Source: an optimization exercise on an open RTL-to-GDS flow (aim: small area). Production flows keep margins and buffers that such runs may drop. Only simulation tests tie the RTL to the original design; equivalence was not proved. Power figures rest on the tool's default switching activity, not on a simulated workload.

$ cat design/flow/config.mk
export PLATFORM = sky130hd
export DESIGN_NAME = rerok_rx
export DESIGN_NICKNAME = rerok_rx
export VERILOG_FILES = /design/flow/design.v
export SDC_FILE = /design/flow/constraint.sdc
export NUM_CORES = 4
export LEC_CHECK = 0
export CAP_MARGIN = 20
export CORE_MARGIN = 2
export CORE_UTILIZATION = 40
export SLEW_MARGIN = 20
$ cat design/flow/constraint.sdc
create_clock -name core_clock -period 10.0 [get_ports {clk}]
set_input_delay 2.0000 -clock core_clock [delete_from_list [all_inputs] [get_ports {clk}]]
set_output_delay 2.0000 -clock core_clock [all_outputs]
set_load 0.01 [all_outputs]
$ cat design/flow/design.v
module rerok_rx (
    input  wire        clk,
    input  wire        rst,           
    input  wire        from_board,    
    input  wire        sym_valid,
    input  wire [9:0]  sym,
    output wire        word_valid,
    output wire [5:0]  word_index,
    output wire [31:0] word_data,
    output wire        frame_done,
    output reg  [2:0]  frame_reason,
    output wire [7:0]  frame_type,
    output wire [15:0] frame_seq,
    output wire [7:0]  frame_len
);
    localparam [2:0] R_OK    = 3'd0;
    localparam [2:0] R_CODE  = 3'd1;
    localparam [2:0] R_TYPE  = 3'd2;
    localparam [2:0] R_LEN   = 3'd3;
    localparam [2:0] R_CRC   = 3'd4;
    localparam [2:0] R_FIELD = 3'd5;
    localparam [1:0] S_HUNT  = 2'd0;    
    localparam [1:0] S_COMMA = 2'd1;    
    localparam [1:0] S_BODY  = 2'd2;    
    localparam [1:0] S_CRC   = 2'd3;    
    localparam [31:0] CRC_RESIDUE = 32'hDEBB20E3;
    function [31:0] crc_byte;
        input [31:0] crc;
        input [7:0]  d;
        integer      k;
        reg   [31:0] c;
        begin
            c = crc;
            for (k = 0; k < 8; k = k + 1) begin
                if (c[0] ^ d[k])
                    c = (c >> 1) ^ 32'hEDB88320;
                else
                    c = c >> 1;
            end
            crc_byte = c;
        end
    endfunction
    reg         rd;          
    reg  [1:0]  state;
    reg  [7:0]  pos;         
    reg  [7:0]  f_type;
    reg  [15:0] f_seq;
    reg  [5:0]  f_len;       
    reg  [31:0] crc;
    reg  [23:0] word_sr;     
    reg         field_ok;
    wire take = sym_valid & ~rst;
    wire [5:0] c6 = sym[9:4];
    wire [3:0] c4 = sym[3:0];
    function [2:0] ones6;
        input [5:0] v;
        begin
            ones6 = {2'b00, v[0]} + {2'b00, v[1]} + {2'b00, v[2]} +
                    {2'b00, v[3]} + {2'b00, v[4]} + {2'b00, v[5]};
        end
    endfunction
    function [2:0] ones4;
        input [3:0] v;
        begin
            ones4 = {2'b00, v[0]} + {2'b00, v[1]} + {2'b00, v[2]} + {2'b00, v[3]};
        end
    endfunction
    wire [2:0] n6 = ones6(c6);
    wire [2:0] n4 = ones4(c4);
    wire rd6 = (n6 > 3'd3) | (c6 == 6'b000111) ? 1'b1 :
               (n6 < 3'd3) | (c6 == 6'b111000) ? 1'b0 : rd;
    wire rd4 = (n4 > 3'd2) | (c4 == 4'b0011) ? 1'b1 :
               (n4 < 3'd2) | (c4 == 4'b1100) ? 1'b0 : rd6;
    wire [5:0] u  = c6 ^ {6{rd}};
    wire [3:0] v  = c4 ^ {4{rd6}};
    wire [2:0] nu = ones6(u);
    wire [2:0] nv = ones4(v);
    wire ok6 = (nu == 3'd3 && u != 6'b000111) ||
               (nu == 3'd4 && u != 6'b111100 && u != 6'b001111);
    wire alt7 = (u == 6'b100011) || (u == 6'b010011) || (u == 6'b001011);
    wire ok4 = (nv == 3'd2 && v != 4'b0011) || v == 4'b1011 || v == 4'b1101 ||
               (v == 4'b1110 && !alt7) || (v == 4'b0111 && alt7);
    wire is_data  = ok6 & ok4;
    wire is_comma = ((sym ^ {10{rd}}) == 10'b0011111010);
    reg [4:0] dx;
    always @(*) begin
        case (c6)
            6'b100111, 6'b011000: dx = 5'd0;
            6'b011101, 6'b100010: dx = 5'd1;
            6'b101101, 6'b010010: dx = 5'd2;
            6'b110001:            dx = 5'd3;
            6'b110101, 6'b001010: dx = 5'd4;
            6'b101001:            dx = 5'd5;
            6'b011001:            dx = 5'd6;
            6'b111000, 6'b000111: dx = 5'd7;
            6'b111001, 6'b000110: dx = 5'd8;
            6'b100101:            dx = 5'd9;
            6'b010101:            dx = 5'd10;
            6'b110100:            dx = 5'd11;
            6'b001101:            dx = 5'd12;
            6'b101100:            dx = 5'd13;
            6'b011100:            dx = 5'd14;
            6'b010111, 6'b101000: dx = 5'd15;
            6'b011011, 6'b100100: dx = 5'd16;
            6'b100011:            dx = 5'd17;
            6'b010011:            dx = 5'd18;
            6'b110010:            dx = 5'd19;
            6'b001011:            dx = 5'd20;
            6'b101010:            dx = 5'd21;
            6'b011010:            dx = 5'd22;
            6'b111010, 6'b000101: dx = 5'd23;
            6'b110011, 6'b001100: dx = 5'd24;
            6'b100110:            dx = 5'd25;
            6'b010110:            dx = 5'd26;
            6'b110110, 6'b001001: dx = 5'd27;
            6'b001110:            dx = 5'd28;
            6'b101110, 6'b010001: dx = 5'd29;
            6'b011110, 6'b100001: dx = 5'd30;
            6'b101011, 6'b010100: dx = 5'd31;
            default:              dx = 5'bxxxxx;
        endcase
    end
    reg [2:0] dy;
    always @(*) begin
        case (c4)
            4'b1011, 4'b0100: dy = 3'd0;
            4'b1001:          dy = 3'd1;
            4'b0101:          dy = 3'd2;
            4'b1100, 4'b0011: dy = 3'd3;
            4'b1101, 4'b0010: dy = 3'd4;
            4'b1010:          dy = 3'd5;
            4'b0110:          dy = 3'd6;
            4'b1110, 4'b0001,
            4'b0111, 4'b1000: dy = 3'd7;
            default:          dy = 3'bxxx;
        endcase
    end
    wire [7:0] db = {dy, dx};
    wire in_frame = state[1];
    wire hdr      = (state == S_BODY) & pos[7] & pos[6];
    wire pay      = (state == S_BODY) & ~(pos[7] & pos[6]);
    wire last_b   = (pos[1:0] == 2'd3);        
    wire [7:0] pos_inc = pos + 8'd1;
    wire t_beam = (f_type == 8'h01);
    wire t_evt  = (f_type == 8'h02);
    wire t_ack  = (f_type == 8'h03);
    wire t_crd  = (f_type == 8'h04);
    wire t_sts  = (f_type == 8'h05);
    wire t_hb   = (f_type == 8'h06);
    wire t_chg  = (f_type == 8'h07);
    wire t_aud  = (f_type == 8'h08);
    wire t_mgt  = (f_type == 8'h09);
    wire type_ok = from_board ? (t_ack | t_crd | t_sts | t_hb | t_mgt) :
                                (t_beam | t_evt | t_ack | t_hb | t_chg | t_aud | t_mgt);
    reg len_ok;
    always @(*) begin
        case (f_type)
            8'h01:   len_ok = (db == 8'd7);
            8'h02:   len_ok = (db >= 8'd3) && (db <= 8'd33) && db[0];
            8'h03:   len_ok = (db == 8'd2);
            8'h04:   len_ok = (db == 8'd2);
            8'h05:   len_ok = (db >= 8'd3) && (db <= 8'd35);
            8'h06:   len_ok = (db == 8'd3) || (db == 8'd4);
            8'h07:   len_ok = (db == 8'd3);
            8'h08:   len_ok = (db == 8'd4);
            8'h09:   len_ok = (db >= 8'd3) && (db <= 8'd19);
            default: len_ok = 1'b0;
        endcase
    end
    wire [1:0] mgt_op   = word_sr[17:16];
    wire [3:0] mgt_cnt  = word_sr[23:20];
    wire [7:0] mgt_stat = db;
    wire [5:0] nrep     = db[5:0];
    reg fld_now;
    always @(*) begin
        fld_now = 1'b1;
        if (from_board) begin
            if (t_sts)
                fld_now = ({1'b0, f_len} == {1'b0, nrep} + 7'd3);
            else if (t_hb)
                fld_now = (f_len == 6'd4);
            else if (t_mgt) begin
                if (mgt_stat != 8'd0 || mgt_op == 2'd1)
                    fld_now = (f_len == 6'd3);
                else if (mgt_op == 2'd0)
                    fld_now = (f_len == {2'd0, mgt_cnt} + 6'd4);
            end
        end else begin
            if (t_hb)
                fld_now = (f_len == 6'd3);
            else if (t_mgt) begin
                if (mgt_op == 2'd1)
                    fld_now = (f_len == {2'd0, mgt_cnt} + 6'd4);
                else if (mgt_op == 2'd0)
                    fld_now = (f_len == 6'd3);
            end
        end
    end
    wire crc_good = (crc_byte(crc, db) == CRC_RESIDUE);
    wire start    = take & (state == S_COMMA) & is_data & (db != 8'hC5) & (db != 8'h50);
    wire code_end = take & in_frame & ~is_data;
    wire len_end  = take & hdr & last_b & is_data & ~(type_ok & len_ok);
    wire crc_end  = take & (state == S_CRC) & last_b & is_data;
    assign word_valid = take & pay & last_b & is_data;
    assign word_index = pos[7:2];
    assign word_data  = {db, word_sr};
    assign frame_done = code_end | len_end | crc_end;
    always @(*) begin
        if (!is_data)       frame_reason = R_CODE;
        else if (hdr)       frame_reason = type_ok ? R_LEN : R_TYPE;
        else if (!crc_good) frame_reason = R_CRC;
        else if (!field_ok) frame_reason = R_FIELD;
        else                frame_reason = R_OK;
    end
    assign frame_type = f_type;
    assign frame_seq  = f_seq;
    assign frame_len  = hdr ? db : {2'b00, f_len};
    always @(posedge clk) begin
        if (rst) begin
            rd    <= 1'b0;
            state <= S_HUNT;
        end else if (sym_valid) begin
            rd <= rd4;
            if (in_frame && !is_data)
                state <= is_comma ? S_COMMA : S_HUNT;
            else begin
                case (state)
                    S_HUNT:  if (is_comma) state <= S_COMMA;
                    S_COMMA: if (is_comma) state <= S_COMMA;
                             else if (start) state <= S_BODY;
                             else state <= S_HUNT;
                    S_BODY:  if (hdr && last_b && !(type_ok && len_ok)) state <= S_HUNT;
                             else if (pay && last_b && pos_inc[7:2] == f_len) state <= S_CRC;
                    default: if (last_b) state <= S_HUNT;
                endcase
            end
        end
    end
    always @(posedge clk) begin
        if (take) begin
            pos     <= start ? 8'hFD : pos_inc;
            word_sr <= {db, word_sr[23:8]};
            if (start)
                f_type <= db;
            if (hdr && !last_b)
                f_seq <= {db, f_seq[15:8]};
            if (hdr)
                f_len <= db[5:0];
            if (pay && pos == 8'd6)
                field_ok <= fld_now;
        end
    end
    always @(posedge clk) begin
        if (take)
            crc <= crc_byte(crc | {32{~in_frame}}, db);
    end
endmodule
$ cat design/flow/run.sh
#!/bin/bash
# synth_recipe.tcl (not shown) runs the flow's synth.tcl, then flattens the netlist and writes it again
# the make line also repeats each setting of config.mk as NAME=value (left out here)
make -C /OpenROAD-flow-scripts/flow DESIGN_CONFIG=/design/flow/config.mk WORK_HOME=/design/flow/orfs CLKGATE_MAP_FILE= SYNTH_SCRIPT=/design/flow/synth_recipe.tcl finish
==> results.tsv <==
metric	value	unit
Hold Path Stages	0	
clk sink count	98	
post-layout min period	9460	ps
Setup violations, final	0	
I/O pin cnt	89	
via count	6062	
Final Hold Vio Count	0	
syn avg cell area	10.0	µm²
first-pass GRT wire length	31.8	mm
worst-path fanout max	12	
hold_ws	446	ps
GP Congestion	0.857	
Initial Util	40.4	%
wire per inst	18.1	µm
Synth area leaders	edfxtp_1, xnor2_1, xor2_1, ha_1, nand2_1	
root buf cell	clkbuf_16	
Post-Syn Area	0.00779	mm²
Mapped Cells	779	
outcome	complete, no violations	
vias in the first global route	5843	
post-route ant nets	0	
Worst-Margin Slew	944	ps
RSZ-0062 raised after global routing	no	
I/O Buffers	88	
number of distinct library cells after synthesis	82	
most frequent cell after synthesis	xnor2_1	
crit share post-route	94.6	%
Die Wd	144	µm
share of cells above drive strength 1	7.28	%
H-tree lvl count	3	
Overflow after GRT	0	
Pre-antenna DRT Iters	5	
post-DP HPWL	14.9	mm
dpl cell area	0.00890	mm²
Most used DFF post-synth	edfxtp_1	
Clock Tree Buf Depth	2	
Synth area leader	edfxtp_1	
footprint of the multi-input gates	0.00448	mm²
Clock Latency Late Sink	350	ps
post-synthesis sequential area ratio	37.4	%
Iteration-0 DRC Markers	475	
initial antenna violation count	0	
Yosys warnings	1	
commonest cells in the netlist	xnor2_1, edfxtp_1, xor2_1	
Max VDD drop	0.0904	mV
Filler cells	1844	
Peak Freq	106	MHz
Storage cell area	0.00291	mm²
total core area	0.0193	mm²
WL final	20.3	mm
total negative setup slack	0	ps
element type at the critical path end	output port	
Synth top area share	36.6	%
DRC viols	0	
EDFF count, synth	95	
WP data required	8000	ps
DIE AREA	0.0206	mm²
Worst EP arrival	7460	ps
Num CTS Buffers	9	
Layout Nets	891	
reg2reg path depth	13	
Rows	51	
Leak Pwr	3.23	nW
post-synth net total	823	
total track usage	20.1	%
largest net degree at the start of global routing	65	
post-route cell area	0.00922	mm²
Slew headroom	36.5	%
area delta synth->final	18.3	%
die height	144	µm
dpl ws	396	ps
number of max-cap violations	0	
Final WS setup	539	ps
critical path class	in -> out	
asr flop ratio synth	0	%
PwrDens	158	mW/mm²
Clock transition at path regs	70	ps
flops & latches, synth	98	
n_diodes	0	
final max-slew violation count	0	
Hold Buf Count CTS	0	
Vias/cell	5.43	
CTS tree	yes	
worst hold path type	reg -> reg	
Worst Clk Skew	10.3	ps
Setup crit start kind	primary input	
-- registers in the layout, summed over array words and instances, names as in the netlist --
name and count:
word_sr 24, crc 32, state 2, f_type 8
f_seq 16, rd 1, field_ok 1, f_len 6
pos 8
-- final timing paths --
check / from / end / slack, ps
min reg2reg: f_seq[10] / f_seq[2] / 450
max: sym[4] / frame_done / 540
min: f_seq[10] / f_seq[2] / 450
max reg2reg: rd / f_type[2] / 5650
-- layout make-up --
| class | count | area share [%] |
|---|---|---|
| Timing Repair Buffer | 106 | 11.0 |
| Sequential cell | 98 | 31.6 |
| Inverter | 42 | 1.71 |
| Clock buffer | 11 | 2.52 |
| Tap cell | 265 | 3.60 |
| Multi-Input combinational cell | 590 | 48.6 |
| Clock inverter | 5 | 0.936 |
-- per-stage QoR --
stage                     std cells  util, %  power [W]
final                          1117     47.9    0.00146
after global routing           1117     47.9    0.00154
after CTS                      1117     47.8    0.00147
after detailed placement       1101     46.2    0.00109
after global placement         1101     46.2    0.00108
after floorplan                 779        -   0.000950
-- critical path: stages --
cell and delay (ps):
clkdlybuf4s50_1 450, fa_1 550, inv_1 50, fa_1 470, inv_1 50, ha_1 170
inv_1 70, fa_1 410, and3b_1 220, a31oi_1 40, o21ai_0 310, xor2_1 180
ha_1 260, ha_1 200, ha_1 180, nor2_1 80, nand2_1 80, a32oi_1 140
o21ai_0 90, o211ai_1 210, o21a_2 330, o21ai_0 130, a2bb2oi_1 160, nor2_1 100
clkdlybuf4s50_1 510
-- metal layers --
layer	global-route usage [%]	up-vias	part of all wire [%]
met3	2.50	30	5.4
met5	0	-	0
li1	-	2928	-
met4	7.59	0	2.8
met1	27.2	2906	45
met2	32.8	198	47
-- repair_timing --
action                                  CTS  global route
gates resized for setup                   0             1
endpoints found under the setup margin    0             1
setup buffers                             0             0
-- cell families after synthesis --
kind of cell	after synthesis	share of synthesized area (%)
XOR/XNOR	172	20.6
AND/OR/NAND/NOR	238	16.1
flip-flops	98	37.4
multiplexers	12	2.07
adder cells (fa/ha/maj)	30	5.39
AO/OA/AOI/OAI	138	13.3
buffers and inverters	91	5.18
-- cells in the final DEF (no fill, tap or decap), types with 9 or more instances in the layout --
cell type	n
nand2_1	62
a31oi_1	10
nor2_1	44
ha_1	24
nor3_1	15
clkdlybuf4s50_1	88
nand4_1	12
and3_1	12
buf_4	18
a21oi_1	24
o21ai_0	37
nand3_1	17
clkbuf_16	9
inv_1	37
xor2_1	66
edfxtp_1	95
nor2b_1	14
xnor2_1	97
-- where the power goes --
part           total [W]  internal [W]  switching (W)
clock           0.000378      0.000221       0.000157
combinational   0.000550      0.000248       0.000302
sequential      0.000532      0.000500      0.0000321

==> port drivers added, routing unchanged <==
Ports are ideal in the flow. The routed layout listed here was re-timed in OpenROAD.
Step 1 sets driving cells, clkbuf_16 on the clock port and buf_2 on the other inputs (assumed; they add their load-dependent delay and slew).
Step 2, shift: input delay + t, output delay - t, t = (earliest + latest rising clock arrival at the registers) / 2. This alone moves slack from input paths to output paths.
a / b / c = ideal / step 1 / step 2; a / b = the first two.
t (ns): 0.394
slack for setup (ns): 0.539 / 0.518 / 0.518
worst data-port slew with drivers (ns): 0.05
pins driven straight from the clock port: 1
After both steps setup and hold are still met in this run. The setup slack of this run moves by -0.021 ns with the drivers and by -0.021 ns with both steps.
